Source: an optimization exercise on an open RTL-to-GDS flow (aim: small area). Production flows keep margins and buffers that such runs may drop. Function was checked by simulation only, so behaviour that the tests miss may differ from the original.

==> flow/design.v <==
module stitch_decode (
    input  wire        clk,
    input  wire        rst,
    input  wire [63:0] cfg_desc_a,
    input  wire [63:0] cfg_desc_b,
    input  wire [23:0] cfg_tcorr,
    input  wire [11:0] cfg_phase,
    input  wire [8:0]  cfg_port,
    input  wire [55:0] frame_start,
    input  wire [28:0] frame_len,
    input  wire        cast_on,
    input  wire        in_valid,
    input  wire [1:0]  in_sync,
    input  wire [63:0] in_payload,
    input  wire [51:0] in_arrival,
    input  wire        in_skip1,
    output wire        out_hit1_valid,
    output wire [63:0] out_hit1_word,
    output wire        out_hit2_valid,
    output wire [63:0] out_hit2_word,
    output reg  [28:0] out_ptime,
    output wire        out_close,
    output wire        out_close_hit2,
    output wire        out_sync_err,
    output wire        out_crc_err,
    output wire        out_unknown,
    output wire [1:0]  out_order,
    output wire [1:0]  out_gap,
    output wire [1:0]  out_badchan,
    output reg         out_desc_invalid
);
    function [63:0] shr;
        input [63:0] x;
        input [5:0]  s;
        integer k, j;
        reg [63:0] y;
        begin
            y = x;
            for (k = 5; k >= 0; k = k - 1)
                if (s[k])
                    for (j = 0; j + (1 << k) < 64; j = j + 1)
                        y[j] = y[j + (1 << k)];
            shr = y;
        end
    endfunction
    function [63:0] rotr;
        input [63:0] x;
        input [5:0]  s;
        integer k, j;
        reg [63:0] y;
        reg [63:0] t;
        begin
            y = x;
            for (k = 5; k >= 0; k = k - 1) begin
                t = y;
                if (s[k])
                    for (j = 0; j < 64; j = j + 1)
                        y[j] = t[(j + (1 << k)) % 64];
            end
            rotr = y;
        end
    endfunction
    wire [1:0]  d_mode       = cfg_desc_a[63:62];
    wire        d_hpb        = cfg_desc_a[61];
    wire        d_check      = cfg_desc_a[60];
    wire [7:0]  d_chan_count = cfg_desc_a[59:52];
    wire [5:0]  d_chan_pos   = cfg_desc_a[51:46];
    wire [2:0]  d_chan_w     = cfg_desc_a[45:43];
    wire [5:0]  d_val_pos    = cfg_desc_a[42:37];
    wire [3:0]  d_val_w      = cfg_desc_a[36:33];
    wire [2:0]  d_val_rsh    = cfg_desc_a[32:30];
    wire [5:0]  d_time_pos   = cfg_desc_a[29:24];
    wire [4:0]  d_time_w     = cfg_desc_a[23:19];
    wire [3:0]  d_time_unit  = cfg_desc_a[18:15];
    wire [23:0] d_time_ofs   = cfg_desc_b[63:40];
    wire [5:0]  d_stride     = cfg_desc_b[39:34];
    wire [6:0]  d_valid_pos  = cfg_desc_b[33:27];
    wire [53:0] cdiff_s = {1'b0, {47'd0, d_chan_pos}} + {1'b0, {47'h7FFF_FFFF_FFFF, ~d_stride}} + {53'd0, 1'b1};
    wire [53:0] vdiff_s = {1'b0, {47'd0, d_val_pos}} + {1'b0, {47'h7FFF_FFFF_FFFF, ~d_stride}} + {53'd0, 1'b1};
    wire [53:0] tdiff_s = {1'b0, {47'd0, d_time_pos}} + {1'b0, {47'h7FFF_FFFF_FFFF, ~d_stride}} + {53'd0, 1'b1};
    wire [6:0]  cdiff   = cdiff_s[6:0];
    wire [6:0]  vdiff   = vdiff_s[6:0];
    wire [6:0]  tdiff   = tdiff_s[6:0];
    wire [53:0] ctop_s = {1'b0, {47'd0, d_chan_pos}} + {1'b0, {50'd0, d_chan_w}} + {53'd0, 1'b0};
    wire [53:0] vtop_s = {1'b0, {47'd0, d_val_pos}} + {1'b0, {49'd0, d_val_w}} + {53'd0, 1'b0};
    wire [53:0] ttop_s = {1'b0, {47'd0, d_time_pos}} + {1'b0, {48'd0, d_time_w}} + {53'd0, 1'b0};
    function field_bad;
        input [5:0] pos;
        input       nz;
        input [6:0] top;      
        input [6:0] diff;     
        begin
            field_bad = nz && (
                (top[6] && top[5:0] != 6'd0) ||
                (d_check && pos[5:3] == 3'd0) ||
                (d_hpb && diff[6]) ||
                (d_hpb && d_check && diff[6:3] == 4'd0));
        end
    endfunction
    wire [53:0] wu_s = {1'b0, {48'd0, d_time_w}} + {1'b0, {49'd0, d_time_unit}} + {53'd0, 1'b0};
    wire [5:0]  wu   = wu_s[5:0];
    wire desc_invalid =
        field_bad(d_chan_pos, d_chan_w != 3'd0, ctop_s[6:0], cdiff) |
        field_bad(d_val_pos,  d_val_w != 4'd0,  vtop_s[6:0], vdiff) |
        field_bad(d_time_pos, d_time_w != 5'd0, ttop_s[6:0], tdiff) |
        (d_valid_pos[6] && d_valid_pos[5:0] != 6'd63) |
        (wu > 6'd28) |
        (d_time_w[4:3] == 2'd0) |
        (d_chan_count == 8'd0) | (d_chan_count[7] && d_chan_count[6:0] != 7'd0) |
        (d_mode == 2'd3);
    wire [53:0] v1_s = {1'b0, {47'd0, d_val_pos}} + {1'b0, {50'd0, d_val_rsh}} + {53'd0, 1'b0};
    wire [53:0] v2_s = {1'b0, {47'd0, vdiff}} + {1'b0, {50'd0, d_val_rsh}} + {53'd0, 1'b0};
    wire [53:0] t1_s = {1'b0, {47'd0, d_time_pos}} + {1'b0, {49'h1_FFFF_FFFF_FFFF, ~d_time_unit}} + {53'd0, 1'b1};
    wire [53:0] t2_s = {1'b0, {46'd0, tdiff}} + {1'b0, {49'h1_FFFF_FFFF_FFFF, ~d_time_unit}} + {53'd0, 1'b1};
    wire [5:0] sh_c1 = d_chan_pos;
    wire [5:0] sh_c2 = cdiff[5:0];
    wire [5:0] sh_v1 = v1_s[5:0];
    wire [5:0] sh_v2 = v2_s[5:0];
    reg  [5:0] sh_t, sh_t2;
    always @(posedge clk) begin
        sh_t  <= t1_s[5:0];
        sh_t2 <= t2_s[5:0];
    end
    wire [6:0] cmask;
    genvar gi;
    generate
        for (gi = 0; gi < 7; gi = gi + 1) begin : g_cm
            assign cmask[gi] = (gi < d_chan_w);
        end
    endgenerate
    wire signed [5:0] vlen = $signed({2'b00, d_val_w}) - $signed({3'b000, d_val_rsh});
    wire [11:0] vmask;
    generate
        for (gi = 0; gi < 12; gi = gi + 1) begin : g_vm
            assign vmask[gi] = ($signed(gi) < vlen);
        end
    endgenerate
    reg  [5:0]  wu_r;
    reg  [3:0]  tu_r;
    always @(posedge clk) begin
        wu_r <= wu;
        tu_r <= d_time_unit;
    end
    wire [27:0] tmask;
    wire [27:0] twin;
    generate
        for (gi = 0; gi < 28; gi = gi + 1) begin : g_tm
            assign tmask[gi] = (gi < wu_r);
            assign twin[gi]  = (gi < wu_r) && (gi >= tu_r);
        end
    endgenerate
    wire        ph_neg = cfg_phase[11];
    wire [10:0] ph_x   = cfg_phase[10:0] ^ {11{ph_neg}};
    wire [53:0] ph_3x = {1'b0, {42'd0, ph_x}} + {1'b0, {41'd0, ph_x, 1'b0}} + {53'd0, 1'b0};
    wire [53:0] ph_t = {1'b0, ph_3x[52:0]} + {1'b0, {48'd0, ph_neg ? 5'd18 : 5'd15}} + {53'd0, 1'b0};  
    wire [7:0]  ph_h   = ph_t[12:5];
    wire [6:0]  ph_l   = {ph_t[4:0], 2'b10};
    wire [53:0] ph_3h = {1'b0, {45'd0, ph_h}} + {1'b0, {44'd0, ph_h, 1'b0}} + {53'd0, 1'b0};
    wire [53:0] ph_z_s = {1'b0, ph_3h[52:0]} + {1'b0, {46'd0, ph_l}} + {53'd0, 1'b0};
    wire [9:0]  ph_z   = ph_z_s[9:0];
    wire [2:0]  ph_k   = (ph_z >= 10'd500) ? 3'd4 : (ph_z >= 10'd375) ? 3'd3 :
                         (ph_z >= 10'd250) ? 3'd2 : (ph_z >= 10'd125) ? 3'd1 : 3'd0;
    wire [53:0] ph_q_s = {1'b0, {45'd0, ph_h}} + {1'b0, {50'd0, ph_k}} + {53'd0, 1'b0};
    wire [7:0]  ph_q   = ph_q_s[7:0];
    wire [53:0] corr_a;
    rc_add u_corr_a (.a({{29{cfg_tcorr[23]}}, cfg_tcorr}), .b({{29{d_time_ofs[23]}}, d_time_ofs}), .ci(1'b0), .s(corr_a));
    wire [53:0] corr_s;
    rc_add u_corr_s (.a(corr_a[52:0]), .b({{45{ph_neg}}, ph_q ^ {8{ph_neg}}}), .ci(ph_neg), .s(corr_s));
    reg  [25:0] corr;
    always @(posedge clk)
        corr <= corr_s[25:0];
    wire [51:0] s16 = frame_start[55:4];
    localparam [7:0] T_IDLE    = 8'h0F;
    localparam [7:0] T_TRAIN   = 8'h1B;
    localparam [7:0] T_TICK    = 8'h2D;
    localparam [7:0] T_ECHO    = 8'h4E;
    localparam [7:0] T_STATUS  = 8'h55;
    localparam [7:0] T_SCREPLY = 8'h63;
    wire        is_data = (in_sync == 2'b01);
    wire        is_ctl  = (in_sync == 2'b10);
    wire cx64 = in_payload[14] ^ in_payload[56];
    wire cx65 = in_payload[20] ^ in_payload[22];
    wire cx66 = in_payload[24] ^ in_payload[26];
    wire cx67 = in_payload[36] ^ in_payload[51];
    wire cx68 = in_payload[38] ^ in_payload[42];
    wire cx69 = in_payload[47] ^ in_payload[60];
    wire cx70 = in_payload[53] ^ in_payload[57];
    wire cx71 = cx64 ^ cx67;
    wire cx72 = in_payload[21] ^ in_payload[23];
    wire cx73 = in_payload[25] ^ in_payload[37];
    wire cx74 = in_payload[54] ^ in_payload[58];
    wire cx75 = in_payload[55] ^ in_payload[59];
    wire cx76 = in_payload[8] ^ cx71;
    wire cx77 = in_payload[15] ^ cx68;
    wire cx78 = in_payload[27] ^ cx65;
    wire cx79 = in_payload[31] ^ cx66;
    wire cx80 = in_payload[39] ^ cx70;
    wire cx81 = in_payload[9] ^ in_payload[52];
    wire cx82 = in_payload[28] ^ cx72;
    wire cx83 = in_payload[30] ^ cx73;
    wire cx84 = in_payload[18] ^ cx74;
    wire cx85 = in_payload[19] ^ cx75;
    wire cx86 = in_payload[16] ^ in_payload[43];
    wire cx87 = in_payload[29] ^ in_payload[62];
    wire cx88 = in_payload[48] ^ in_payload[61];
    wire cx89 = cx69 ^ cx76;
    wire cx90 = cx77 ^ cx79;
    wire cx91 = cx78 ^ cx80;
    wire cx92 = cx86 ^ cx91;
    wire cx93 = in_payload[17] ^ in_payload[40];
    wire cx94 = in_payload[32] ^ in_payload[44];
    wire cx95 = in_payload[49] ^ cx94;
    wire cx96 = in_payload[63] ^ cx81;
    wire cx97 = cx82 ^ cx83;
    wire cx98 = in_payload[10] ^ in_payload[33];
    wire cx99 = in_payload[41] ^ in_payload[45];
    wire cx100 = cx84 ^ cx99;
    wire cx101 = in_payload[11] ^ in_payload[34];
    wire cx102 = in_payload[46] ^ cx85;
    wire cx103 = in_payload[56] ^ cx101;
    wire cx104 = in_payload[12] ^ in_payload[35];
    wire cx105 = in_payload[52] ^ cx69;
    wire cx106 = in_payload[13] ^ in_payload[50];
    wire syn0 = in_payload[0] ^ in_payload[58] ^ cx87 ^ cx88 ^ cx89 ^ cx90 ^ cx92;
    wire syn1 = in_payload[1] ^ in_payload[29] ^ in_payload[53] ^ in_payload[54] ^ in_payload[59] ^ cx65 ^ cx68 ^ cx79 ^ cx89 ^ cx93 ^ cx95 ^ cx96 ^ cx97;
    wire syn2 = in_payload[2] ^ in_payload[16] ^ in_payload[20] ^ in_payload[32] ^ in_payload[42] ^ in_payload[47] ^ in_payload[50] ^ in_payload[55] ^ in_payload[62] ^ cx72 ^ cx76 ^ cx81 ^ cx83 ^ cx98 ^ cx100;
    wire syn3 = in_payload[3] ^ in_payload[17] ^ in_payload[21] ^ in_payload[22] ^ in_payload[37] ^ in_payload[43] ^ in_payload[48] ^ in_payload[51] ^ cx70 ^ cx90 ^ cx96 ^ cx98 ^ cx102 ^ cx103;
    wire syn4 = in_payload[4] ^ in_payload[10] ^ in_payload[23] ^ in_payload[25] ^ in_payload[38] ^ cx84 ^ cx92 ^ cx95 ^ cx103 ^ cx104 ^ cx105;
    wire syn5 = in_payload[5] ^ in_payload[11] ^ in_payload[33] ^ in_payload[36] ^ in_payload[44] ^ in_payload[45] ^ cx66 ^ cx74 ^ cx80 ^ cx82 ^ cx85 ^ cx88 ^ cx93 ^ cx104 ^ cx106;
    wire syn6 = in_payload[6] ^ in_payload[12] ^ in_payload[13] ^ in_payload[24] ^ in_payload[34] ^ in_payload[40] ^ in_payload[46] ^ in_payload[49] ^ in_payload[60] ^ cx71 ^ cx73 ^ cx75 ^ cx78 ^ cx87 ^ cx100;
    wire syn7 = in_payload[7] ^ in_payload[26] ^ in_payload[35] ^ in_payload[41] ^ in_payload[57] ^ in_payload[61] ^ in_payload[63] ^ cx64 ^ cx77 ^ cx97 ^ cx102 ^ cx105 ^ cx106;
    wire        crc_ok  = !(syn0 | syn1 | syn2 | syn3 | syn4 | syn5 | syn6 | syn7);
    wire [7:0]  c_type  = in_payload[63:56];
    reg         ctl_known;
    always @(*) begin
        case (c_type)
            T_IDLE:    ctl_known = (in_payload[55:8] == 48'd0);
            T_TRAIN:   ctl_known = (in_payload[15:9] == 7'd0);
            T_TICK:    ctl_known = (in_payload[27:8] == 20'd0);
            T_ECHO:    ctl_known = (in_payload[23:8] == 16'd0);
            T_STATUS:  ctl_known = (in_payload[52:40] == 13'd0);
            T_SCREPLY: ctl_known = 1'b1;
            default:   ctl_known = 1'b0;
        endcase
    end
    wire ev_sync = !is_data && !is_ctl;
    wire ev_crc  = (is_data && d_check && !crc_ok) || (is_ctl && !crc_ok);
    wire ev_unk  = is_ctl && crc_ok && !ctl_known;
    wire is_tick = is_ctl && crc_ok && (c_type == T_TICK) && (in_payload[27:8] == 20'd0);
    wire is_hits = is_data && (crc_ok || !d_check);
    wire h2_marked = (d_valid_pos == 7'd127) || in_payload[d_valid_pos[5:0]];
    reg         b_valid, b_cast;
    reg         b_v1, b_v2, b_tick;
    reg  [1:0]  b_ev;         
    reg  [63:0] b_p;
    reg  [51:0] b_a;
    always @(posedge clk) begin
        b_valid <= in_valid;
        b_cast  <= cast_on;
        b_v1    <= (is_tick || is_hits) && !in_skip1;
        b_v2    <= is_hits && d_hpb && h2_marked;
        b_tick  <= is_tick;
        b_ev    <= ev_sync ? 2'd1 : ev_crc ? 2'd2 : ev_unk ? 2'd3 : 2'd0;
        b_p     <= in_payload;
        b_a     <= in_arrival;
    end
    wire [63:0] x_c1 = shr(b_p, sh_c1);
    wire [63:0] x_c2 = shr(b_p, sh_c2);
    wire [63:0] x_v1 = shr(b_p, sh_v1);
    wire [63:0] x_v2 = shr(b_p, sh_v2);
    wire [63:0] x_t1 = rotr(b_p, b_tick ? 6'd28 : sh_t);
    wire [63:0] x_t2 = rotr(b_p, sh_t2);
    wire [6:0]  ch1  = x_c1[6:0] & cmask;
    wire [6:0]  ch2  = x_c2[6:0] & cmask;
    wire [11:0] val1 = x_v1[11:0] & vmask;
    wire [11:0] val2 = x_v2[11:0] & vmask;
    wire [27:0] m1   = b_tick ? 28'hFFF_FFFF : tmask;
    wire [27:0] r1   = x_t1[27:0] & (b_tick ? 28'hFFF_FFFF : twin);
    wire [27:0] r2   = x_t2[27:0] & twin;
    wire [53:0] d1_s;
    rc_add u_d1_s (.a({25'd0, b_a[27:0]}), .b({25'd0, ~r1}), .ci(1'b1), .s(d1_s));
    wire [53:0] d2_s;
    rc_add u_d2_s (.a({25'd0, b_a[27:0]}), .b({25'd0, ~r2}), .ci(1'b1), .s(d2_s));
    wire [27:0] d1   = d1_s[27:0] & m1;
    wire [27:0] d2   = d2_s[27:0] & tmask;
    wire [53:0] a1l_s;
    rc_add u_a1l_s (.a({25'd0, b_a[27:0]}), .b({25'd0, {2{corr[25]}}, corr}), .ci(1'b0), .s(a1l_s));
    wire        a1_c  = a1l_s[28];
    wire [23:0] ah    = b_a[51:28];
    wire [23:0] ah_step, A1h_dec;
    rc_step u_ahs (.x(ah), .up(a1_c), .y(ah_step));
    wire [23:0] A1h     = (corr[25] == a1_c) ? ah : ah_step;
    rc_step u_a1d (.x(A1h), .up(1'b0), .y(A1h_dec));
    wire [53:0] td1_s;
    rc_add u_td1_s (.a({25'd0, a1l_s[27:0]}), .b({25'h1FF_FFFF, ~d1}), .ci(1'b1), .s(td1_s));
    wire [53:0] td2_s;
    rc_add u_td2_s (.a({25'd0, a1l_s[27:0]}), .b({25'h1FF_FFFF, ~d2}), .ci(1'b1), .s(td2_s));
    wire [51:0] tdev1 = {td1_s[28] ? A1h_dec : A1h, td1_s[27:0]};
    wire [51:0] tdev2 = {td2_s[28] ? A1h_dec : A1h, td2_s[27:0]};
    wire [23:0] s16h_inc;
    rc_step u_s16i (.x({1'b0, s16[51:29]}), .up(1'b1), .y(s16h_inc));
    wire [51:0] s16p = {s16h_inc[22:0], s16[28:0]};    
    wire [53:0] tf1_s;
    rc_add u_tf1_s (.a({24'd0, tdev1[28:0]}), .b({24'd0, ~s16[28:0]}), .ci(1'b1), .s(tf1_s));
    wire [53:0] tf2_s;
    rc_add u_tf2_s (.a({24'd0, tdev2[28:0]}), .b({24'd0, ~s16[28:0]}), .ci(1'b1), .s(tf2_s));
    wire [28:0] tf1   = tf1_s[28:0];
    wire [28:0] tf2   = tf2_s[28:0];
    wire        gap1, gap2, big1n, big2n, lt1L, lt2L;
    rc_lt u_gap1  (.a({1'b0, tdev1}), .b({1'b0, s16}),  .lt(gap1));
    rc_lt u_gap2  (.a({1'b0, tdev2}), .b({1'b0, s16}),  .lt(gap2));
    rc_lt u_big1  (.a({1'b0, tdev1}), .b({1'b0, s16p}), .lt(big1n));
    rc_lt u_big2  (.a({1'b0, tdev2}), .b({1'b0, s16p}), .lt(big2n));
    rc_lt u_lt1L  (.a({24'd0, tf1}), .b({24'd0, frame_len}), .lt(lt1L));
    rc_lt u_lt2L  (.a({24'd0, tf2}), .b({24'd0, frame_len}), .lt(lt2L));
    wire        cl1   = !big1n || !lt1L;
    wire        cl2   = !big2n || !lt2L;
    reg         open;      
    reg         pt_any;    
    reg  [51:0] pt_dev;    
    wire        ord1_pt, ord2_pt, d1_lt_d2;
    rc_lt u_ord1 (.a({1'b0, tdev1}), .b({1'b0, pt_dev}), .lt(ord1_pt));
    rc_lt u_ord2 (.a({1'b0, tdev2}), .b({1'b0, pt_dev}), .lt(ord2_pt));
    rc_lt u_d12  (.a({25'd0, d1}), .b({25'd0, d2}), .lt(d1_lt_d2));
    wire v1 = b_v1;
    wire v2 = b_v2;
    wire is_tick_b = b_tick;
    wire open_in = b_cast ? 1'b1 : open;
    wire act     = b_valid && open_in;
    wire do1  = act && v1;
    wire i1_o = pt_any && ord1_pt;
    wire i1_g = !i1_o && gap1;
    wire i1_c = !i1_o && !gap1 && cl1;
    wire i1_p = !i1_o && !gap1 && !cl1;
    wire pass1 = do1 && i1_p;
    wire do2  = act && v2 && !(do1 && i1_c);
    wire i2_o = pass1 ? d1_lt_d2 : (pt_any && ord2_pt);
    wire i2_g = !i2_o && gap2;
    wire i2_c = !i2_o && !gap2 && cl2;
    wire i2_p = !i2_o && !gap2 && !cl2;
    wire pass2 = do2 && i2_p;
    wire closing = (do1 && i1_c) || (do2 && i2_c);
    always @(posedge clk) begin
        if (rst) begin
            open   <= 1'b0;
            pt_any <= 1'b0;
        end else begin
            open   <= open_in && !closing;
            if (pass1 || pass2)
                pt_any <= 1'b1;
        end
        if (pass1 || pass2)
            pt_dev <= pass2 ? tdev2 : tdev1;
    end
    wire ok1 = ({1'b0, ch1} < d_chan_count);
    wire ok2 = ({1'b0, ch2} < d_chan_count);
    reg [2:0] e1, e2;
    always @(*) begin
        e1 = 3'd0;
        e2 = 3'd0;
        if (act && b_ev != 2'd0) begin
            e1 = 3'd7; e2 = {1'b0, b_ev};
        end else begin
            if (do1) begin
                if (i1_o)      e1 = 3'd1;
                else if (gap1) e1 = 3'd2;
                else if (cl1)  e1 = 3'd3;
                else if (is_tick_b) e1 = 3'd6;
                else if (ok1)  e1 = 3'd4;
                else           e1 = 3'd5;
            end
            if (do2) begin
                if (i2_o)      e2 = 3'd1;
                else if (gap2) e2 = 3'd2;
                else if (cl2)  e2 = 3'd3;
                else           e2 = {1'b1, pass1 && !d1_lt_d2, !ok2};
            end
        end
    end
    localparam W = 1 + 3 + 3 + 28 + 28 + 12 + 12 + 7 + 7;
    wire [W-1:0] st1 = {b_cast, e1, e2, tf1[27:0], tf2[27:0], val1, val2, ch1, ch2};
    reg  [W-1:0] st2, st3, st4, st5;
    always @(posedge clk) begin
        st2 <= st1;
        st3 <= st2;
        st4 <= st3;
    end
    always @(posedge clk) begin
        if (rst)
            st5[W-1:W-7] <= 7'd0;
        else
            st5[W-1:W-7] <= st4[W-1:W-7];
        st5[W-8:0] <= st4[W-8:0];
    end
    wire        q_cast = st4[W-1];
    wire [2:0]  q_e1   = st4[W-2:W-4];
    wire [2:0]  q_e2   = st4[W-5:W-7];
    wire [27:0] q_tf1  = st4[W-8:W-35];
    wire [27:0] q_tf2  = st4[W-36:W-63];
    wire        q_blk  = (q_e1 == 3'd7);
    wire        q_p1   = (q_e1 == 3'd4) || (q_e1 == 3'd5) || (q_e1 == 3'd6);
    wire        q_p2   = !q_blk && q_e2[2];
    wire        q_cl   = (q_e1 == 3'd3) || (!q_blk && q_e2 == 3'd3);
    wire        q_sel2 = q_p2 && (!q_p1 || q_e2[1]);
    wire [27:0] q_cand = q_sel2 ? q_tf2 : q_tf1;
    wire [28:0] pin = q_cast ? 29'd0 : out_ptime;
    wire        q_up;
    rc_lt u_qup (.a({24'd0, pin}), .b({25'd0, q_cand}), .lt(q_up));
    wire [28:0] pm  = ((q_p1 || q_p2) && q_up) ? {1'b0, q_cand} : pin;
    always @(posedge clk) begin
        if (rst) begin
            out_ptime        <= 29'd0;
            out_desc_invalid <= 1'b0;
        end else begin
            out_ptime        <= q_cl ? frame_len : pm;
            out_desc_invalid <= desc_invalid;
        end
    end
    wire [2:0]  o_e1  = st5[W-2:W-4];
    wire [2:0]  o_e2  = st5[W-5:W-7];
    wire [27:0] o_tf1 = st5[W-8:W-35];
    wire [27:0] o_tf2 = st5[W-36:W-63];
    wire [11:0] o_v1  = st5[37:26];
    wire [11:0] o_v2  = st5[25:14];
    wire [6:0]  o_c1  = st5[13:7];
    wire [6:0]  o_c2  = st5[6:0];
    wire        o_blk = (o_e1 == 3'd7);
    assign out_hit1_valid = (o_e1 == 3'd4);
    assign out_hit2_valid = !o_blk && o_e2[2] && !o_e2[0];
    assign out_close      = (o_e1 == 3'd3) || (!o_blk && o_e2 == 3'd3);
    assign out_close_hit2 = !o_blk && (o_e2 == 3'd3);
    assign out_sync_err   = o_blk && (o_e2 == 3'd1);
    assign out_crc_err    = o_blk && (o_e2 == 3'd2);
    assign out_unknown    = o_blk && (o_e2 == 3'd3);
    assign out_order      = {1'b0, o_e1 == 3'd1} + {1'b0, !o_blk && o_e2 == 3'd1};
    assign out_gap        = {1'b0, o_e1 == 3'd2} + {1'b0, !o_blk && o_e2 == 3'd2};
    assign out_badchan    = {1'b0, o_e1 == 3'd5} + {1'b0, !o_blk && o_e2[2] && o_e2[0]};
    assign out_hit1_word  = {8'h10, o_v1, cfg_port, o_c1, o_tf1};
    assign out_hit2_word  = {8'h10, o_v2, cfg_port, o_c2, o_tf2};
endmodule
module rc_add (
    input  wire [52:0] a,
    input  wire [52:0] b,
    input  wire        ci,
    output wire [53:0] s
);
    wire [53:0] c;
    assign c[0] = ci;
    genvar i;
    generate
        for (i = 0; i < 53; i = i + 1) begin : g_bit
            assign s[i]     = a[i] ^ b[i] ^ c[i];
            assign c[i + 1] = (a[i] & b[i]) | (a[i] & c[i]) | (b[i] & c[i]);
        end
    endgenerate
    assign s[53] = c[53];
endmodule
module rc_lt (
    input  wire [52:0] a,
    input  wire [52:0] b,
    output wire        lt
);
    wire [53:0] c;
    assign c[0] = 1'b0;
    genvar i;
    generate
        for (i = 0; i < 53; i = i + 1) begin : g_bit
            assign c[i + 1] = (~a[i] & b[i]) | (~a[i] & c[i]) | (b[i] & c[i]);
        end
    endgenerate
    assign lt = c[53];
endmodule
module rc_step (
    input  wire [23:0] x,
    input  wire        up,
    output wire [23:0] y
);
    wire [24:0] t;
    assign t[0] = 1'b1;
    genvar i;
    generate
        for (i = 0; i < 24; i = i + 1) begin : g_bit
            assign y[i]     = x[i] ^ t[i];
            assign t[i + 1] = t[i] & (x[i] ~^ up);
        end
    endgenerate
endmodule
==> flow/flow/run.sh <==
#!/bin/bash
# The standard layout (standard.sh) with two changes:
#  - synthesis maps the logic with an area-oriented ABC script
#    (flow/abc_synth.tcl wraps synth_recipe.tcl; registers are untouched)
#  - ports are buffered by sky130_fd_sc_hd__buf_1
set -euo pipefail
here=$(pwd)
sed "s#SYNTH_SCRIPT=[^ ]*synth_recipe.tcl#SYNTH_SCRIPT=$here/flow/abc_synth.tcl#" standard.sh > my_standard.sh
grep -q "SYNTH_SCRIPT=$here/flow/abc_synth.tcl" my_standard.sh
export BUFFER_PORTS_ARGS="-buffer_cell sky130_fd_sc_hd__buf_1"
bash my_standard.sh > standard.log 2>&1
==> flow/flow/abc_area_min.script <==
strash; &get -n; &st; &dch; &nf -a; &put; topo; stime -c; buffer -c; upsize -c; dnsize -c
==> flow/flow/abc_synth.tcl <==
# The standard flow's synthesis (synth_recipe.tcl, beside this flow's folder), with ABC
# mapping the logic by the area-oriented script abc_area_min.script
set flow_dir [file dirname [file normalize [info script]]]
proc abc {args} {
  global flow_dir
  set i [lsearch -exact $args -script]
  if { $i >= 0 } { lset args [expr {$i + 1}] $flow_dir/abc_area_min.script }
  yosys abc {*}$args
}
source [file dirname $flow_dir]/synth_recipe.tcl
==> flow/standard.sh <==
#!/bin/bash
# synth_recipe.tcl (not shown) runs the flow's synth.tcl, then flattens the netlist and writes it again
# the make line also repeats each setting of config.mk as NAME=value (left out here)
make -C /OpenROAD-flow-scripts/flow DESIGN_CONFIG=/design/flow/config.mk WORK_HOME=/design/flow/orfs CLKGATE_MAP_FILE= SYNTH_SCRIPT=/design/flow/synth_recipe.tcl "${@:-finish}"
==> flow/config.mk <==
export PLATFORM = sky130hd
export DESIGN_NAME = stitch_decode
export DESIGN_NICKNAME = stitch_decode
export VERILOG_FILES = /design/flow/design.v
export SDC_FILE = /design/flow/constraint.sdc
export NUM_CORES = 4
export LEC_CHECK = 0
export ABC_AREA = 1
export CAP_MARGIN = 10
export CORE_MARGIN = 2
export CORE_UTILIZATION = 50
export CTS_BUF_LIST = sky130_fd_sc_hd__clkbuf_8 sky130_fd_sc_hd__clkbuf_16
export CTS_CLUSTER_DIAMETER = 100
export CTS_CLUSTER_SIZE = 24
export GPL_TIMING_DRIVEN = 0
export SLEW_MARGIN = 10
==> flow/constraint.sdc <==
create_clock -name core_clock -period 25.0 [get_ports {clk}]
set_input_delay 5.0000 -clock core_clock [delete_from_list [all_inputs] [get_ports {clk}]]
set_output_delay 5.0000 -clock core_clock [all_outputs]
set_load 0.01 [all_outputs]
==> impl_metrics.env, run 1 <==
export IMPL_drc=0
export IMPL_synth_xor_area_share_pct=5.73
export IMPL_wl_per_cell_um=22.2
export IMPL_postSynth_asyncResetShare_pct=0
export IMPL_setup_viol=0
export IMPL_die_area_mm2=0.0886
export IMPL_clk_pin_slew_ns=0.09
export IMPL_synth_simple_area_share_pct=9.60
export IMPL_ctsRootBufferMaster="clkbuf_16"
export IMPL_synth_warnings=1
export IMPL_fin_tns_setup_ns=0
export IMPL_cts_tree="built"
export IMPL_dp_cells=6284
export IMPL_cpMostUsedCell="fa_1"
export IMPL_via_per_inst=5.73
export IMPL_crit_fanout=28
export IMPL_rsz0062_at_grt="false"
export IMPL_synth_most_common_cell="dfxtp_1"
export IMPL_final_cells=6342
export IMPL_grt_max_degree=29
export IMPL_antenna_found_initial=13
export IMPL_place_gp_congestion=0.970
export IMPL_fin_nets=6009
export IMPL_cts_buffer_depth=3
export IMPL_cts_hold_buf=0
export IMPL_track_usage_pct=31.0
export IMPL_synth_cells=4650
export IMPL_cp_data_required_time_ns=25.30
export IMPL_synth_compound_area_share_pct=17.7
export IMPL_ys_flop_type="dfxtp_1"
export IMPL_relSlewSlack_pct=12.9
export IMPL_via_count=36400
export IMPL_row_count=107
export IMPL_grt_pass1_vias=35700
export IMPL_slowest_stage="fa_1"
export IMPL_critPathMaxStageDelay_ns=0.60
export IMPL_initial_core_util_pct=50.5
export IMPL_status="timing/DRC/antenna clean"
export IMPL_r2r_slack_ns=2.84
export IMPL_drtIter0Drc=3031
export IMPL_hold_viol=0
export IMPL_synth_edff_count=52
export IMPL_fin_crit_ns=22.16
export IMPL_drive_gt1_share_pct=4.87
export IMPL_coreArea_mm2=0.0853
export IMPL_hp_class="reg2reg"
export IMPL_portBuffers=475
export IMPL_syn_area_per_cell_um2=9.27
export IMPL_htreeDepth=2
export IMPL_synthAdderAreaFrac_pct=19.4
export IMPL_dr_pass1_iters=7
export IMPL_synth_top_area_cell="dfxtp_1"
export IMPL_final_max_slew_violation_count=0
export IMPL_syn_area_mm2=0.0431
export IMPL_end_kind="flop"
export IMPL_synth_top_area_share_pct=28.2
export IMPL_antenna_left=0
export IMPL_cts_buffers=35
export IMPL_synth_top_family_by_area="adder cells"
export IMPL_area_growth_syn_to_layout_pct=10.1
export IMPL_ios=552
export IMPL_crit_path_start_kind="flop"
export IMPL_skew_ns=0.0569
export IMPL_yosys_top_cells_area="dfxtp_1 28%, fa_1 12%, mux2i_1 6.1%, ha_1 5.8%, a21oi_1 4.3%"
export IMPL_die_h_um=298
export IMPL_synth_distinct_cells=80
export IMPL_grt_first_pass_wirelength_um=213000
export IMPL_totalWireLength_um=141000
export IMPL_clock_fmax_mhz=45.1
export IMPL_tightest_slew_ns=1.31
export IMPL_maxCapViolCount=0
export IMPL_fillers=8034
export IMPL_cts_resized=0
export IMPL_dp_hpwl_um=114000
export IMPL_clkLatencyLatePin_ns=0.62
export IMPL_synth_mux_area_share_pct=9.95
export IMPL_die_w_um=298
export IMPL_ys_ff_latch=658
export IMPL_worstPathArrival_ns=22.45
export IMPL_clock_sinks=658
export IMPL_overflow=0
export IMPL_synthTopCellsByCount="606 x dfxtp_1, 381 x inv_1, 375 x nand2_1"
export IMPL_ys_seq_area_share_pct=31.8
export IMPL_cts_setup_buffers=0
export IMPL_min_period_over_period_pct=88.6
export IMPL_worstSetupPathType="reg2reg"
==> worst paths after layout <==
path,to,startpoint,cells past startpoint
setup / recovery,pt_dev[1],b_tick,75
hold / removal,out_hit1_word[44],st4[26],0
setup reg to reg,pt_dev[1],b_tick,75
hold reg to reg,out_hit1_word[44],st4[26],0
==> registers in the layout, indices dropped and copies added, names as in the netlist, 4 cells and up <==
signal / cells
b_a: 52
b_p: 64
corr: 26
out_hit1_word: 47
out_hit2_word: 47
out_ptime: 29
pt_dev: 52
sh_t: 6
sh_t2: 6
st2: 101
st3: 101
st4: 101
tu_r: 4
wu_r: 6
==> through the flow <==
stage	hold WS, ns	area [µm²]	util [%]	setup slack, ns
6_report	0.317	47400	55.6	2.84
5_1_grt	0.325	47400	55.6	1.74
4_1_cts	0.314	47400	55.6	3.06
3_5_place_dp	0.312	46400	54.4	3.17
3_3_place_gp	0.310	46400	54.4	2.29
2_1_floorplan	0.310	43100	-	5.66
==> cells by family (layout without fill, tap and decap cells) <==
kind of cell / after synthesis / in the layout
multiplexers: 352 / 352
AO/OA/AOI/OAI: 1244 / 1244
XOR/XNOR: 282 / 282
buffers and inverters: 629 / 1158
other: 2 / 21
flip-flops: 658 / 658
AND/OR/NAND/NOR: 956 / 956
adder cells (fa/ha/maj): 527 / 527
==> layout make-up <==
type | count | area [µm²] | area share [%]
flip-flops and latches | 658 | 13700 | 28.9
repair buffers | 476 | 1800 | 3.80
inverters | 385 | 1450 | 3.05
diodes | 5 | 12.5 | 0.0264
clock buffers | 37 | 915 | 1.93
multi-input cells | 3377 | 26900 | 56.8
plain buffers | 244 | 1080 | 2.28
well taps | 1144 | 1430 | 3.02
clock inverters | 16 | 116 | 0.245
==> layer usage <==
| metal | global-route usage [%] | part of all wire (%) | vias up |
|---|---|---|---|
| met5 | 0 | 0.094 | - |
| met4 | 12.2 | 4.3 | 20 |
| met3 | 5.16 | 7.3 | 279 |
| met2 | 50.3 | 45 | 1439 |
| met1 | 41.4 | 43 | 17300 |
| li1 | - | - | 17300 |
==> placed cells by master (no fill, tap or decap), types with 172 or more instances in the layout <==
cell      netlist  layout
clkbuf_1      172     172
nor2_1        360     360
mux2i_1       262     262
inv_1         381     387
buf_1          33     508
o21ai_0       300     300
ha_1          200     200
a21oi_1       370     370
nand2_1       375     374
xnor2_1       175     175
dfxtp_1       606     606
fa_1          251     251
==> critical path: cells and delay by family, from the launching register on <==
family,cells,cell delay (ns)
adders and majority gates,29,11.41
AOI/OAI and AO/OA,25,4.78
buffers and inverters,11,2.98
and+or+nand+nor,8,1.75
DFF,1,0.49
muxes,2,0.35
==> inputs of run 2 (changes only) <==
==> flow/config.mk (replaced) <==
export PLATFORM = sky130hd
export DESIGN_NAME = stitch_decode
export DESIGN_NICKNAME = stitch_decode
export VERILOG_FILES = /design/flow/design.v
export SDC_FILE = /design/flow/constraint.sdc
export NUM_CORES = 4
export LEC_CHECK = 0
export ABC_AREA = 1
export CAP_MARGIN = 20
export CORE_MARGIN = 2
export CORE_UTILIZATION = 50
export CTS_BUF_LIST = sky130_fd_sc_hd__clkbuf_16
export CTS_CLUSTER_DIAMETER = 100
export CTS_CLUSTER_SIZE = 28
export SLEW_MARGIN = 20
==> impl_metrics.env, run 2 <==
export IMPL_crit_fanout=54
export IMPL_cts_buffer_depth=3
export IMPL_skew_ns=0.0216
export IMPL_cts_buffers=31
export IMPL_synth_distinct_cells=80
export IMPL_synthAdderAreaFrac_pct=19.4
export IMPL_fillers=7994
export IMPL_ys_flop_type="dfxtp_1"
export IMPL_cts_setup_buffers=0
export IMPL_syn_area_per_cell_um2=9.27
export IMPL_relSlewSlack_pct=30.3
export IMPL_cts_resized=0
export IMPL_layout_commonest_cell="dfxtp_1"
export IMPL_clkLatencyLatePin_ns=0.65
export IMPL_coreArea_mm2=0.0853
export IMPL_synth_top_family_by_area="adder cells"
export IMPL_status="timing/DRC/antenna clean"
export IMPL_yosys_top_cells_area="dfxtp_1 28%, fa_1 12%, mux2i_1 6.1%, ha_1 5.8%, a21oi_1 4.3%"
export IMPL_ys_ff_latch=658
export IMPL_grt_max_degree=78
export IMPL_die_w_um=298
export IMPL_final_max_slew_violation_count=0
export IMPL_critPathMaxStageDelay_ns=0.62
export IMPL_row_count=107
export IMPL_wl_per_cell_um=20.1
export IMPL_via_count=34600
export IMPL_ys_seq_area_share_pct=31.8
export IMPL_initial_core_util_pct=50.5
export IMPL_cp_buffers_inverters=6
export IMPL_synth_xor_area_share_pct=5.73
export IMPL_worstSetupPathType="reg2reg"
export IMPL_die_h_um=298
export IMPL_antenna_found_initial=11
export IMPL_crit_path_start_kind="flop"
export IMPL_critPathTopFamily="adder cells"
export IMPL_drtIter0Drc=2858
export IMPL_cp_data_required_time_ns=25.28
export IMPL_layout_common_cells="603 x dfxtp_1, 460 x buf_1, 384 x inv_1"
export IMPL_synth_mux_area_share_pct=9.95
export IMPL_dr_pass1_iters=5
export IMPL_track_usage_pct=27.0
export IMPL_portBuffers=462
export IMPL_min_path_cells=0
export IMPL_end_kind="flop"
export IMPL_top_regs="st2 x101, st3 x101, st4 x101"
export IMPL_setup_viol=0
export IMPL_rsz0062_at_grt="false"
export IMPL_synth_top_area_cell="dfxtp_1"
export IMPL_totalWireLength_um=123000
export IMPL_final_cells=6123
export IMPL_area_growth_syn_to_layout_pct=8.18
export IMPL_clk_pin_slew_ns=0.11
export IMPL_antenna_left=0
export IMPL_tightest_slew_ns=1.04
export IMPL_drive_gt1_share_pct=5.43
export IMPL_dp_cells=6072
export IMPL_maxCapViolCount=0
export IMPL_synth_top_area_share_pct=28.2
export IMPL_postSynth_asyncResetShare_pct=0
export IMPL_fin_crit_ns=21.73
export IMPL_worstPathArrival_ns=22.01
export IMPL_cpMostUsedCell="fa_1"
export IMPL_synth_edff_count=52
export IMPL_synthTopCellsByCount="606 x dfxtp_1, 381 x inv_1, 375 x nand2_1"
export IMPL_ios=552
export IMPL_cts_tree="built"
export IMPL_critical_path_depth=69
export IMPL_synth_simple_area_share_pct=9.60
export IMPL_drc=0
export IMPL_cts_hold_buf=0
export IMPL_whs_ns=0.318
export IMPL_grt_first_pass_wirelength_um=189000
export IMPL_min_period_over_period_pct=86.9
export IMPL_place_gp_congestion=0.980
export IMPL_fin_nets=5793
export IMPL_clock_sinks=658
export IMPL_dp_hpwl_um=98100
export IMPL_fin_tns_setup_ns=0
export IMPL_syn_area_mm2=0.0431
export IMPL_overflow=0
export IMPL_ctsRootBufferMaster="clkbuf_16"
export IMPL_clock_fmax_mhz=46.0
export IMPL_reg2reg_depth=69
export IMPL_synth_compound_area_share_pct=17.7
export IMPL_synth_warnings=1
export IMPL_grt_pass1_vias=33200
export IMPL_die_area_mm2=0.0886
export IMPL_slowest_stage="nor2_4"
export IMPL_via_per_inst=5.66
export IMPL_htreeDepth=1
export IMPL_synth_most_common_cell="dfxtp_1"
export IMPL_hp_class="reg2reg"
export IMPL_hold_viol=0
export IMPL_synth_cells=4650
run 2: cell counts after synthesis:
No cell type changed its count.
run 2: per-layer routing:
metal	track usage [%]	routed length, µm	vias up	share of wire (%)
met2	42.4	54400	1217	44
li1	-	-	16800	-
met4	10.8	5270	6	4.3
met1	37.1	54100	16400	44
met5	0	36	-	0.029
met3	4.43	8950	231	7.3
run 2: logic make-up (layout without fill, tap and decap cells):
logic type | Yosys count | after routing
compound gates | 1244 | 1244
xor+xnor | 282 | 282
fa+ha+maj | 527 | 527
buf+inv | 629 | 937
flops | 658 | 658
mux | 352 | 352
other cells | 2 | 23
simple gates | 956 | 956
run 2: final timing paths:
check | start | endpoint | slack [ns]
min | st3[6] | st4[6] | 0.32
max | b_tick | pt_dev[16] | 3.27
min reg2reg | st3[6] | st4[6] | 0.32
max reg2reg | b_tick | pt_dev[16] | 3.27
run 2: worst register-to-register path, delay by kind of cell (launching register included):
family | cells | cell delay [ns]
flip-flops | 1 | 0.32
XOR/XNOR | 1 | 0.31
multiplexers | 3 | 1.01
AO/OA/AOI/OAI | 21 | 4.02
buffers and inverters | 6 | 1.68
AND/OR/NAND/NOR | 8 | 2.52
adder cells (fa/ha/maj) | 30 | 11.46
run 2: final cells by class:
class | instances | area (µm²) | area share [%]
Multi-Input combinational cell | 3377 | 27000 | 57.9
Sequential cell | 658 | 13700 | 29.4
Timing Repair Buffer | 508 | 2080 | 4.47
Inverter | 385 | 1450 | 3.10
Tap cell | 1144 | 1430 | 3.07
Clock buffer | 31 | 776 | 1.66
Clock inverter | 13 | 159 | 0.341
Antenna cell | 7 | 17.5 | 0.0376
run 2: metrics by stage:
step                      utilization (%)  worst slack, ns  instance area [µm²]
final                                54.7             3.27                46600
after global routing                 54.7             1.92                46600
after floorplan                         -             5.66                43100
after global placement               53.5             3.61                45700
after CTS                            54.6             3.39                46600
after detailed placement             53.5             3.45                45700
==> inputs of run 3 (changes only) <==
--- a/flow/design.v
+++ b/flow/design.v
@@ -297,24 +297,48 @@
     rc_add u_td2_s (.a({25'd0, a1l_s[27:0]}), .b({25'h1FF_FFFF, ~d2}), .ci(1'b1), .s(td2_s));
     wire [51:0] tdev1 = {td1_s[28] ? A1h_dec : A1h, td1_s[27:0]};
     wire [51:0] tdev2 = {td2_s[28] ? A1h_dec : A1h, td2_s[27:0]};
-    wire [23:0] s16h_inc;
-    rc_step u_s16i (.x({1'b0, s16[51:29]}), .up(1'b1), .y(s16h_inc));
-    wire [51:0] s16p = {s16h_inc[22:0], s16[28:0]};    
     wire [53:0] tf1_s;
-    rc_add u_tf1_s (.a({24'd0, tdev1[28:0]}), .b({24'd0, ~s16[28:0]}), .ci(1'b1), .s(tf1_s));
+    rc_add u_tf1_s (.a({25'd0, tdev1[27:0]}), .b({25'd0, ~s16[27:0]}), .ci(1'b1), .s(tf1_s));
     wire [53:0] tf2_s;
-    rc_add u_tf2_s (.a({24'd0, tdev2[28:0]}), .b({24'd0, ~s16[28:0]}), .ci(1'b1), .s(tf2_s));
-    wire [28:0] tf1   = tf1_s[28:0];
-    wire [28:0] tf2   = tf2_s[28:0];
-    wire        gap1, gap2, big1n, big2n, lt1L, lt2L;
-    rc_lt u_gap1  (.a({1'b0, tdev1}), .b({1'b0, s16}),  .lt(gap1));
-    rc_lt u_gap2  (.a({1'b0, tdev2}), .b({1'b0, s16}),  .lt(gap2));
-    rc_lt u_big1  (.a({1'b0, tdev1}), .b({1'b0, s16p}), .lt(big1n));
-    rc_lt u_big2  (.a({1'b0, tdev2}), .b({1'b0, s16p}), .lt(big2n));
-    rc_lt u_lt1L  (.a({24'd0, tf1}), .b({24'd0, frame_len}), .lt(lt1L));
-    rc_lt u_lt2L  (.a({24'd0, tf2}), .b({24'd0, frame_len}), .lt(lt2L));
-    wire        cl1   = !big1n || !lt1L;
-    wire        cl2   = !big2n || !lt2L;
+    rc_add u_tf2_s (.a({25'd0, tdev2[27:0]}), .b({25'd0, ~s16[27:0]}), .ci(1'b1), .s(tf2_s));
+    wire [27:0] tf1   = tf1_s[27:0];
+    wire [27:0] tf2   = tf2_s[27:0];
+    wire [53:0] y_s;
+    rc_add u_y (.a({29'd0, ah}), .b({29'h1FFF_FFFF, ~s16[51:28]}), .ci(1'b1), .s(y_s));
+    wire [24:0] Y     = y_s[24:0];
+    wire        y_neg = Y[24];
+    wire        y_sm  = !y_neg && (Y[23:2] == 22'd0);
+    wire        y_m1  = (Y == 25'h1FF_FFFF);
+    wire        y_0   = y_sm && (Y[1:0] == 2'd0);
+    wire        y_1   = y_sm && (Y[1:0] == 2'd1);
+    wire        y_2   = y_sm && (Y[1:0] == 2'd2);
+    wire        y_3   = y_sm && (Y[1:0] == 2'd3);
+    wire        dA_p  = (corr[25] != a1_c) && a1_c;
+    wire        dA_m  = (corr[25] != a1_c) && !a1_c;
+    wire [2:0]  c1    = {2'd0, td1_s[28]} + {2'd0, !tf1_s[28]} + {2'd0, dA_m} - {2'd0, dA_p};
+    wire [2:0]  c2    = {2'd0, td2_s[28]} + {2'd0, !tf2_s[28]} + {2'd0, dA_m} - {2'd0, dA_p};
+    reg         gap1, gap2, hz1, hz2;
+    always @(*) begin
+        case (c1)
+            3'd7:    begin gap1 = y_neg && !y_m1;             hz1 = y_m1; end
+            3'd0:    begin gap1 = y_neg;                      hz1 = y_0;  end
+            3'd1:    begin gap1 = y_neg || y_0;               hz1 = y_1;  end
+            3'd2:    begin gap1 = y_neg || y_0 || y_1;        hz1 = y_2;  end
+            default: begin gap1 = y_neg || y_0 || y_1 || y_2; hz1 = y_3;  end
+        endcase
+        case (c2)
+            3'd7:    begin gap2 = y_neg && !y_m1;             hz2 = y_m1; end
+            3'd0:    begin gap2 = y_neg;                      hz2 = y_0;  end
+            3'd1:    begin gap2 = y_neg || y_0;               hz2 = y_1;  end
+            3'd2:    begin gap2 = y_neg || y_0 || y_1;        hz2 = y_2;  end
+            default: begin gap2 = y_neg || y_0 || y_1 || y_2; hz2 = y_3;  end
+        endcase
+    end
+    wire        lt1L, lt2L;
+    rc_lt u_lt1L  (.a({25'd0, tf1}), .b({24'd0, frame_len}), .lt(lt1L));
+    rc_lt u_lt2L  (.a({25'd0, tf2}), .b({24'd0, frame_len}), .lt(lt2L));
+    wire        cl1   = !hz1 || !lt1L;
+    wire        cl2   = !hz2 || !lt2L;
     reg         open;      
     reg         pt_any;    
     reg  [51:0] pt_dev;    
@@ -378,7 +402,7 @@
         end
     end
     localparam W = 1 + 3 + 3 + 28 + 28 + 12 + 12 + 7 + 7;
-    wire [W-1:0] st1 = {b_cast, e1, e2, tf1[27:0], tf2[27:0], val1, val2, ch1, ch2};
+    wire [W-1:0] st1 = {b_cast, e1, e2, tf1, tf2, val1, val2, ch1, ch2};
     reg  [W-1:0] st2, st3, st4, st5;
     always @(posedge clk) begin
         st2 <= st1;
--- a/flow/config.mk
+++ b/flow/config.mk
@@ -8,8 +8,8 @@
 export ABC_AREA = 1
 export CAP_MARGIN = 20
 export CORE_MARGIN = 2
-export CORE_UTILIZATION = 50
-export CTS_BUF_LIST = sky130_fd_sc_hd__clkbuf_16
+export CORE_UTILIZATION = 60
+export CTS_BUF_LIST = sky130_fd_sc_hd__clkbuf_8 sky130_fd_sc_hd__clkbuf_16
 export CTS_CLUSTER_DIAMETER = 100
-export CTS_CLUSTER_SIZE = 28
+export CTS_CLUSTER_SIZE = 24
 export SLEW_MARGIN = 20
==> impl_metrics.env, run 3 <==
export IMPL_status="timing/DRC/antenna clean"
export IMPL_synth_warnings=1
export IMPL_die_w_um=269
export IMPL_critPathMaxStageDelay_ns=0.80
export IMPL_cts_setup_buffers=0
export IMPL_synth_top_area_share_pct=28.9
export IMPL_fin_area_mm2=0.0455
export IMPL_fin_nets=5565
export IMPL_crit_start="b_tick"
export IMPL_cts_hold_buf=0
export IMPL_endpoint="pt_dev[5]"
export IMPL_reg2reg_from="b_tick"
export IMPL_ctsRootBufferMaster="clkbuf_16"
export IMPL_cp_data_required_time_ns=25.32
export IMPL_row_count=97
export IMPL_fin_crit_ns=20.13
export IMPL_place_area_mm2=0.0444
export IMPL_worstPathArrival_ns=20.45
export IMPL_reg2reg_depth=64
export IMPL_rr_endpoint="pt_dev[5]"
export IMPL_final_cells=5727
export IMPL_end_kind="flop"
export IMPL_place_gp_congestion=0.991
export IMPL_antenna_left=0
export IMPL_grt_max_degree=81
export IMPL_dr_pass1_iters=8
export IMPL_skew_ns=0.0309
export IMPL_fin_tns_setup_ns=0
export IMPL_portBuffers=462
export IMPL_drive_gt1_share_pct=5.75
export IMPL_worstSetupPathType="reg2reg"
export IMPL_grt_pass1_vias=31300
export IMPL_synth_edff_count=52
export IMPL_synth_top_area_cell="dfxtp_1"
export IMPL_ys_seq_area_share_pct=32.6
export IMPL_layout_commonest_cell="dfxtp_1"
export IMPL_fillers=5997
export IMPL_hold_viol=0
export IMPL_overflow=0
export IMPL_synthTopCellsByCount="606 x dfxtp_1, 379 x inv_1, 364 x nand2_1"
export IMPL_crit_path_start_kind="flop"
export IMPL_antenna_found_initial=10
export IMPL_track_usage_pct=30.9
export IMPL_hp_class="reg2reg"
export IMPL_cts_buffer_depth=3
export IMPL_totalWireLength_um=113000
export IMPL_yosys_top_cells_area="dfxtp_1 29%, fa_1 13%, mux2i_1 6.1%, ha_1 4.1%, a21oi_1 4.1%"
export IMPL_die_h_um=269
export IMPL_setup_viol=0
export IMPL_clkLatencyLatePin_ns=0.59
export IMPL_rsz0062_at_grt="false"
export IMPL_maxCapViolCount=0
export IMPL_ios=552
export IMPL_tightest_slew_ns=1.17
export IMPL_cpMostUsedCell="fa_1"
export IMPL_clock_fmax_mhz=49.7
export IMPL_ys_ff_latch=658
export IMPL_cts_resized=0
export IMPL_area_growth_syn_to_layout_pct=8.22
export IMPL_clock_sinks=658
export IMPL_grt_first_pass_wirelength_um=173000
export IMPL_slowest_stage="nand2_1"
export IMPL_coreArea_mm2=0.0697
export IMPL_dp_cells=5670
export IMPL_r2r_slack_ns=4.87
export IMPL_via_per_inst=5.78
export IMPL_synth_most_common_cell="dfxtp_1"
export IMPL_cts_buffers=36
export IMPL_top_regs="st2 x101, st3 x101, st4 x101"
export IMPL_crit_fanout=52
export IMPL_initial_core_util_pct=60.4
export IMPL_postSynth_asyncResetShare_pct=0
export IMPL_cts_tree="built"
export IMPL_layout_common_cells="602 x dfxtp_1, 459 x buf_1, 384 x inv_1"
export IMPL_syn_area_per_cell_um2=9.44
export IMPL_synth_distinct_cells=78
export IMPL_via_count=33100
export IMPL_wl_per_cell_um=19.8
export IMPL_dp_hpwl_um=89500
export IMPL_final_max_slew_violation_count=0
export IMPL_syn_area_mm2=0.0420
export IMPL_relSlewSlack_pct=21.6
export IMPL_drc=0
export IMPL_clk_pin_slew_ns=0.10
export IMPL_synth_cells=4454
export IMPL_min_period_over_period_pct=80.5
export IMPL_ys_flop_type="dfxtp_1"
export IMPL_die_area_mm2=0.0722
export IMPL_drtIter0Drc=2970
export IMPL_htreeDepth=2
[run 3: per-stage QoR]
stage	setup WS (ns)	util, %	hold WS [ns]
after floorplan	5.57	-	0.310
after global placement	4.79	63.7	0.310
after detailed placement	4.60	63.7	0.312
after CTS	4.98	65.3	0.327
after global routing	3.78	65.3	0.329
final	4.87	65.3	0.326
[run 3: worst min path at each step]
stage,start,endpoint,slack [ns],depth (start not counted)
after global routing,st2[19],st3[19],0.33,0
after CTS,st2[9],st3[9],0.33,0
after detailed placement,st4[11],out_hit1_word[32],0.31,0
after global placement,st2[38],st3[38],0.31,0
final,st4[10],out_hit1_word[31],0.33,0
after floorplan,st4[7],out_hit1_word[28],0.31,0
[run 3: metal layers]
metal  GRT usage, %  vias up  share of wire (%)
met5              0        -              0.064
met4           13.7       12                4.9
met3           4.80      262                6.9
met2           49.9     1271                 46
met1           41.4    15500                 43
li1               -    16000                  -
[run 3: cells by family (layout without fill, tap and decap cells)]
family | Yosys count | in the layout | synth area share (%)
AOI/OAI and AO/OA | 1106 | 1106 | 16.1
xor gates and xnor gates | 276 | 276 | 5.81
adders and majority gates | 461 | 461 | 18.5
buffers and inverters | 626 | 940 | 5.94
DFF | 658 | 658 | 32.6
muxes | 374 | 374 | 10.9
other | 2 | 21 | 0.0179
and+or+nand+nor | 951 | 951 | 10.3
[run 3: final cells by class]
| type | count | area, µm² | area share [%] |
|---|---|---|---|
| multi-input combinational | 3184 | 26000 | 57.2 |
| sequential | 658 | 13700 | 30.1 |
| timing repair buffer | 507 | 2080 | 4.56 |
| inverter | 381 | 1430 | 3.14 |
| tap | 940 | 1180 | 2.58 |
| clock buffer | 38 | 951 | 2.09 |
| clock inverter | 14 | 140 | 0.308 |
| antenna | 5 | 12.5 | 0.0275 |
[run 3: critical path, delay by kind of cell (launching register included)]
| family | cells | cell delay (ns) |
|---|---|---|
| adder cells (fa/ha/maj) | 29 | 11.14 |
| AO/OA/AOI/OAI | 22 | 4.05 |
| buffers and inverters | 6 | 2.01 |
| AND/OR/NAND/NOR | 5 | 1.54 |
| multiplexers | 2 | 0.68 |
| flip-flops | 1 | 0.31 |
==> inputs of run 4 (changes only) <==
--- a/flow/config.mk
+++ b/flow/config.mk
@@ -12,4 +12,5 @@
 export CTS_BUF_LIST = sky130_fd_sc_hd__clkbuf_8 sky130_fd_sc_hd__clkbuf_16
 export CTS_CLUSTER_DIAMETER = 100
 export CTS_CLUSTER_SIZE = 24
+export PLACE_DENSITY = 0.85
 export SLEW_MARGIN = 20
==> impl_metrics.env, run 4 <==
export IMPL_status="timing/DRC/antenna clean"
export IMPL_ios=552
export IMPL_critPathTopFamily="adder cells"
export IMPL_cp_data_required_time_ns=25.36
export IMPL_clock_fmax_mhz=48.8
export IMPL_wl_per_cell_um=20.5
export IMPL_cts_buffer_depth=3
export IMPL_relSlewSlack_pct=24.6
export IMPL_top_regs="st2 x101, st3 x101, st4 x101"
export IMPL_dr_pass1_iters=8
export IMPL_htreeDepth=2
export IMPL_utilization_pct=65.3
export IMPL_antenna_left=0
export IMPL_skew_ns=0.0289
export IMPL_drive_gt1_share_pct=5.73
export IMPL_ys_ff_latch=658
export IMPL_synth_most_common_cell="dfxtp_1"
export IMPL_ctsRootBufferMaster="clkbuf_16"
export IMPL_postSynth_asyncResetShare_pct=0
export IMPL_yosys_top_cells_area="dfxtp_1 29%, fa_1 13%, mux2i_1 6.1%, ha_1 4.1%, a21oi_1 4.1%"
export IMPL_totalWireLength_um=118000
export IMPL_fin_tns_setup_ns=0
export IMPL_tightest_slew_ns=1.12
export IMPL_drtIter0Drc=3792
export IMPL_ys_flop_type="dfxtp_1"
export IMPL_rsz0062_at_grt="false"
export IMPL_row_count=97
export IMPL_fin_crit_ns=20.50
export IMPL_area_growth_syn_to_layout_pct=8.24
export IMPL_cts_setup_buffers=0
export IMPL_die_w_um=269
export IMPL_crit_path_start_kind="flop"
export IMPL_synthTopCellsByCount="606 x dfxtp_1, 379 x inv_1, 364 x nand2_1"
export IMPL_place_ws_ns=4.28
export IMPL_die_area_mm2=0.0722
export IMPL_clkLatencyLatePin_ns=0.60
export IMPL_worstSetupPathType="reg2reg"
export IMPL_clock_sinks=658
export IMPL_portBuffers=462
export IMPL_via_per_inst=6.04
export IMPL_initial_core_util_pct=60.4
export IMPL_ys_seq_area_share_pct=32.6
export IMPL_layout_commonest_cell="dfxtp_1"
export IMPL_layout_common_cells="602 x dfxtp_1, 459 x buf_1, 386 x inv_1"
export IMPL_syn_area_mm2=0.0420
export IMPL_fin_nets=5566
export IMPL_whs_ns=0.316
export IMPL_overflow=0
export IMPL_synth_edff_count=52
export IMPL_antenna_found_initial=13
export IMPL_grt_pass1_vias=33000
export IMPL_synth_top_area_cell="dfxtp_1"
export IMPL_place_gp_congestion=1.04
export IMPL_grt_first_pass_wirelength_um=178000
export IMPL_syn_area_per_cell_um2=9.44
export IMPL_setup_viol=0
export IMPL_die_h_um=269
export IMPL_cts_resized=0
export IMPL_critPathMaxStageDelay_ns=0.94
export IMPL_maxCapViolCount=0
export IMPL_grt_max_degree=81
export IMPL_worstPathArrival_ns=20.85
export IMPL_cp_buffers_inverters=5
export IMPL_hp_class="reg2reg"
export IMPL_hold_viol=0
export IMPL_dp_hpwl_um=91500
export IMPL_min_period_over_period_pct=82.0
export IMPL_cts_buffers=36
export IMPL_end_kind="flop"
export IMPL_final_cells=5737
export IMPL_dp_cells=5671
export IMPL_synth_cells=4454
export IMPL_via_count=34700
export IMPL_clk_pin_slew_ns=0.09
export IMPL_cts_hold_buf=0
export IMPL_synth_warnings=1
export IMPL_cts_tree="built"
export IMPL_coreArea_mm2=0.0697
export IMPL_synth_distinct_cells=78
export IMPL_fin_ws_ns=4.50
export IMPL_final_max_slew_violation_count=0
export IMPL_crit_fanout=31
export IMPL_cpMostUsedCell="fa_1"
export IMPL_slowest_stage="o2111ai_4"
export IMPL_synth_top_area_share_pct=28.9
export IMPL_track_usage_pct=31.7
export IMPL_drc=0
-- run 4: cell counts after synthesis --
Identical to the previous run, type by type.
-- run 4: metrics by stage --
stage / area (µm²)
floorplan: 42100
detailed placement: 44400
global route: 45500
finish: 45500
global placement: 44400
CTS: 45500
-- run 4: logic make-up after synthesis --
kind of cell / count (synthesis) / share of synthesized area [%]
AO/OA/AOI/OAI: 1106 / 16.1
other: 2 / 0.0179
XOR/XNOR: 276 / 5.81
AND/OR/NAND/NOR: 951 / 10.3
adder cells (fa/ha/maj): 461 / 18.5
flip-flops: 658 / 32.6
buffers and inverters: 626 / 5.94
multiplexers: 374 / 10.9
-- run 4: final cells by class --
type | count | area, µm²
antenna | 12 | 30.0
clock buffer | 36 | 901
clock inverter | 18 | 201
fill | 5480 | 24200
inverter | 381 | 1430
multi-input combinational | 3184 | 26000
sequential | 658 | 13700
tap | 940 | 1180
timing repair buffer | 508 | 2080
-- run 4: metal layers --
metal  GRT usage, %  share of wire [%]  up-vias
met5              0              0.036        -
met4           18.3                6.3        6
met3           6.20                8.7      398
met2           51.7                 46     1801
met1           39.3                 38    16400
li1               -                  -    16100
-- run 4: final timing paths --
path / start / slack [ns] / endpoint / cells after the start
setup / recovery: b_a[0] / 4.50 / pt_dev[7] / 66
hold / removal: st3[92] / 0.32 / st4[92] / 0
setup reg to reg: b_a[0] / 4.50 / pt_dev[7] / 66
hold reg to reg: st3[92] / 0.32 / st4[92] / 0
-- run 4: worst register-to-register path: cells and delay by family (launching register included) --
family / cells / cell delay [ns]
xor+xnor: 2 / 0.53
simple gates: 1 / 0.11
flops: 1 / 0.33
buf+inv: 5 / 1.07
fa+ha+maj: 51 / 15.60
mux: 1 / 0.40
compound gates: 6 / 2.23
==> inputs of run 5 (changes only) <==
--- a/flow/config.mk
+++ b/flow/config.mk
@@ -8,9 +8,8 @@
 export ABC_AREA = 1
 export CAP_MARGIN = 20
 export CORE_MARGIN = 2
-export CORE_UTILIZATION = 60
+export CORE_UTILIZATION = 50
 export CTS_BUF_LIST = sky130_fd_sc_hd__clkbuf_8 sky130_fd_sc_hd__clkbuf_16
 export CTS_CLUSTER_DIAMETER = 100
 export CTS_CLUSTER_SIZE = 24
-export PLACE_DENSITY = 0.85
 export SLEW_MARGIN = 20
==> impl_metrics.env, run 5 <==
export IMPL_status="timing/DRC/antenna clean"
export IMPL_synth_edff_count=52
export IMPL_synthAdderAreaFrac_pct=18.5
export IMPL_totalWireLength_um=117000
export IMPL_fin_tns_setup_ns=0
export IMPL_cp_data_required_time_ns=25.33
export IMPL_end_kind="flop"
export IMPL_skew_ns=0.0217
export IMPL_maxCapViolCount=0
export IMPL_ctsRootBufferMaster="clkbuf_16"
export IMPL_grt_first_pass_wirelength_um=180000
export IMPL_via_per_inst=5.59
export IMPL_slowest_stage="buf_4"
export IMPL_initial_core_util_pct=50.4
export IMPL_critPathMaxStageDelay_ns=0.78
export IMPL_cts_hold_buf=0
export IMPL_hold_viol=0
export IMPL_synth_most_common_cell="dfxtp_1"
export IMPL_area_growth_syn_to_layout_pct=8.88
export IMPL_synth_cells=4454
export IMPL_ys_ff_latch=658
export IMPL_postSynth_asyncResetShare_pct=0
export IMPL_cpMostUsedCell="fa_1"
export IMPL_rsz0062_at_grt="false"
export IMPL_antenna_found_initial=9
export IMPL_ios=552
export IMPL_dr_pass1_iters=9
export IMPL_clk_pin_slew_ns=0.09
export IMPL_synth_top_area_cell="dfxtp_1"
export IMPL_final_cells=5880
export IMPL_wl_per_cell_um=19.9
export IMPL_fin_nets=5575
export IMPL_drc=0
export IMPL_synth_compound_area_share_pct=16.1
export IMPL_clkLatencyLatePin_ns=0.59
export IMPL_crit_fanout=52
export IMPL_yosys_top_cells_area="dfxtp_1 29%, fa_1 13%, mux2i_1 6.1%, ha_1 4.1%, a21oi_1 4.1%"
export IMPL_reg2reg_depth=65
export IMPL_hp_class="reg2reg"
export IMPL_coreArea_mm2=0.0834
export IMPL_synth_simple_area_share_pct=10.3
export IMPL_dp_hpwl_um=94000
export IMPL_layout_common_cells="602 x dfxtp_1, 458 x buf_1, 385 x inv_1"
export IMPL_synth_xor_area_share_pct=5.81
export IMPL_top_regs="st2 x101, st3 x101, st4 x101"
export IMPL_synth_top_area_share_pct=28.9
export IMPL_worstPathArrival_ns=20.07
export IMPL_final_max_slew_violation_count=0
export IMPL_drive_gt1_share_pct=6.01
export IMPL_cts_tree="built"
export IMPL_place_gp_congestion=0.967
export IMPL_fin_crit_ns=19.73
export IMPL_synth_top_family_by_area="adder cells"
export IMPL_min_period_over_period_pct=78.9
export IMPL_synthTopCellsByCount="606 x dfxtp_1, 379 x inv_1, 364 x nand2_1"
export IMPL_cts_resized=0
export IMPL_grt_max_degree=81
export IMPL_layout_commonest_cell="dfxtp_1"
export IMPL_die_h_um=294
export IMPL_ys_seq_area_share_pct=32.6
export IMPL_tightest_slew_ns=1.07
export IMPL_synth_distinct_cells=78
export IMPL_synth_mux_area_share_pct=10.9
export IMPL_setup_viol=0
run 5: cell types whose count changed in the layout (fill, tap and decap cells not counted), moves of 2 or more:
| cell | change |
|---|---|
| buf_4 | +9 |
| xor2_1 | -2 |
| diode_2 | -6 |
| clkbuf_16 | +3 |
run 5: layer usage:
metal	GRT usage, %	up-vias	routed length [µm]
li1	-	16100	-
met1	37.3	15500	52300
met2	43.1	1105	53000
met3	3.23	199	7540
met4	9.22	8	4360
met5	0	-	59
run 5: cell families after synthesis:
group	after synthesis
AO/OA/AOI/OAI	1106
XOR/XNOR	276
adder cells (fa/ha/maj)	461
buffers and inverters	626
flip-flops	658
multiplexers	374
other	2
AND/OR/NAND/NOR	951
run 5: worst paths after layout:
path / start / end
setup reg to reg: corr[0] / pt_dev[5]
hold / removal: st4[34] / out_hit1_word[52]
hold reg to reg: st4[34] / out_hit1_word[52]
setup / recovery: corr[0] / pt_dev[5]
run 5: through the flow:
| stage | cell area, µm² | utilization, % | hold WS, ns | setup slack (ns) |
|---|---|---|---|---|
| after floorplan | 42100 | - | 0.310 | 5.57 |
| after global placement | 44600 | 53.5 | 0.310 | 5.20 |
| after detailed placement | 44600 | 53.5 | 0.312 | 5.14 |
| after CTS | 45800 | 54.8 | 0.327 | 5.23 |
| after global routing | 45800 | 54.9 | 0.337 | 4.22 |
| final | 45800 | 54.9 | 0.328 | 5.27 |
run 5: final cells by class:
type	instances	area, µm²
clock buffer	39	976
fill	7733	37600
multi-input combinational	3184	26000
tap	1080	1350
inverter	381	1430
sequential	658	13700
timing repair buffer	517	2150
clock inverter	15	135
antenna	6	15.0
run 5: worst max-delay path, delay by kind of cell, from the launching register on:
family | cells | cell delay [ns]
buffers and inverters | 5 | 1.26
muxes | 1 | 0.39
adders and majority gates | 51 | 15.45
xor gates and xnor gates | 2 | 0.60
AOI/OAI and AO/OA | 6 | 1.42
DFF | 1 | 0.32

-- what the ideal ports hide --
No port has a modelled driver above. Below, the same layouts with a new extraction and two added sets of constraints. Step 1, drivers: a clkbuf_16 drives clk and a buf_2 each remaining input, both assumed. Step 2 times the ports against the registers' clock, not the clock port: input delays grow and output delays shrink by t, the midpoint of the rising clock arrivals with the driver on. Slacks: no drivers / after step 1 / after step 2; pairs: no drivers / after step 1.
| run | shift t [ns] | setup WS [ns] | hold WS [ns] | clock arrival spread, ns | worst data-port slew with drivers (ns) |
|---|---|---|---|---|---|
| run 1 | 0.659 | 2.844 / 2.844 / 2.844 | 0.317 / 0.317 / 0.317 | 0.061 / 0.061 | 0.12 |
| run 2 | 0.703 | 3.274 / 3.274 / 3.274 | 0.318 / 0.318 / 0.318 | 0.022 / 0.022 | 0.15 |
| run 3 | 0.643 | 4.873 / 4.873 / 4.612 | 0.326 / 0.326 / 0.326 | 0.031 / 0.031 | 0.13 |
| run 4 | 0.653 | 4.503 / 4.503 / 4.503 | 0.316 / 0.316 / 0.316 | 0.033 / 0.033 | 0.13 |
| run 5 | 0.647 | 5.269 / 5.269 / 5.084 | 0.328 / 0.328 / 0.328 | 0.023 / 0.023 | 0.14 |
After both steps setup and hold are still met in every run listed. For run 3, which loses most, drivers alone change the setup slack by 0.000 ns; drivers and shift together by -0.261 ns.
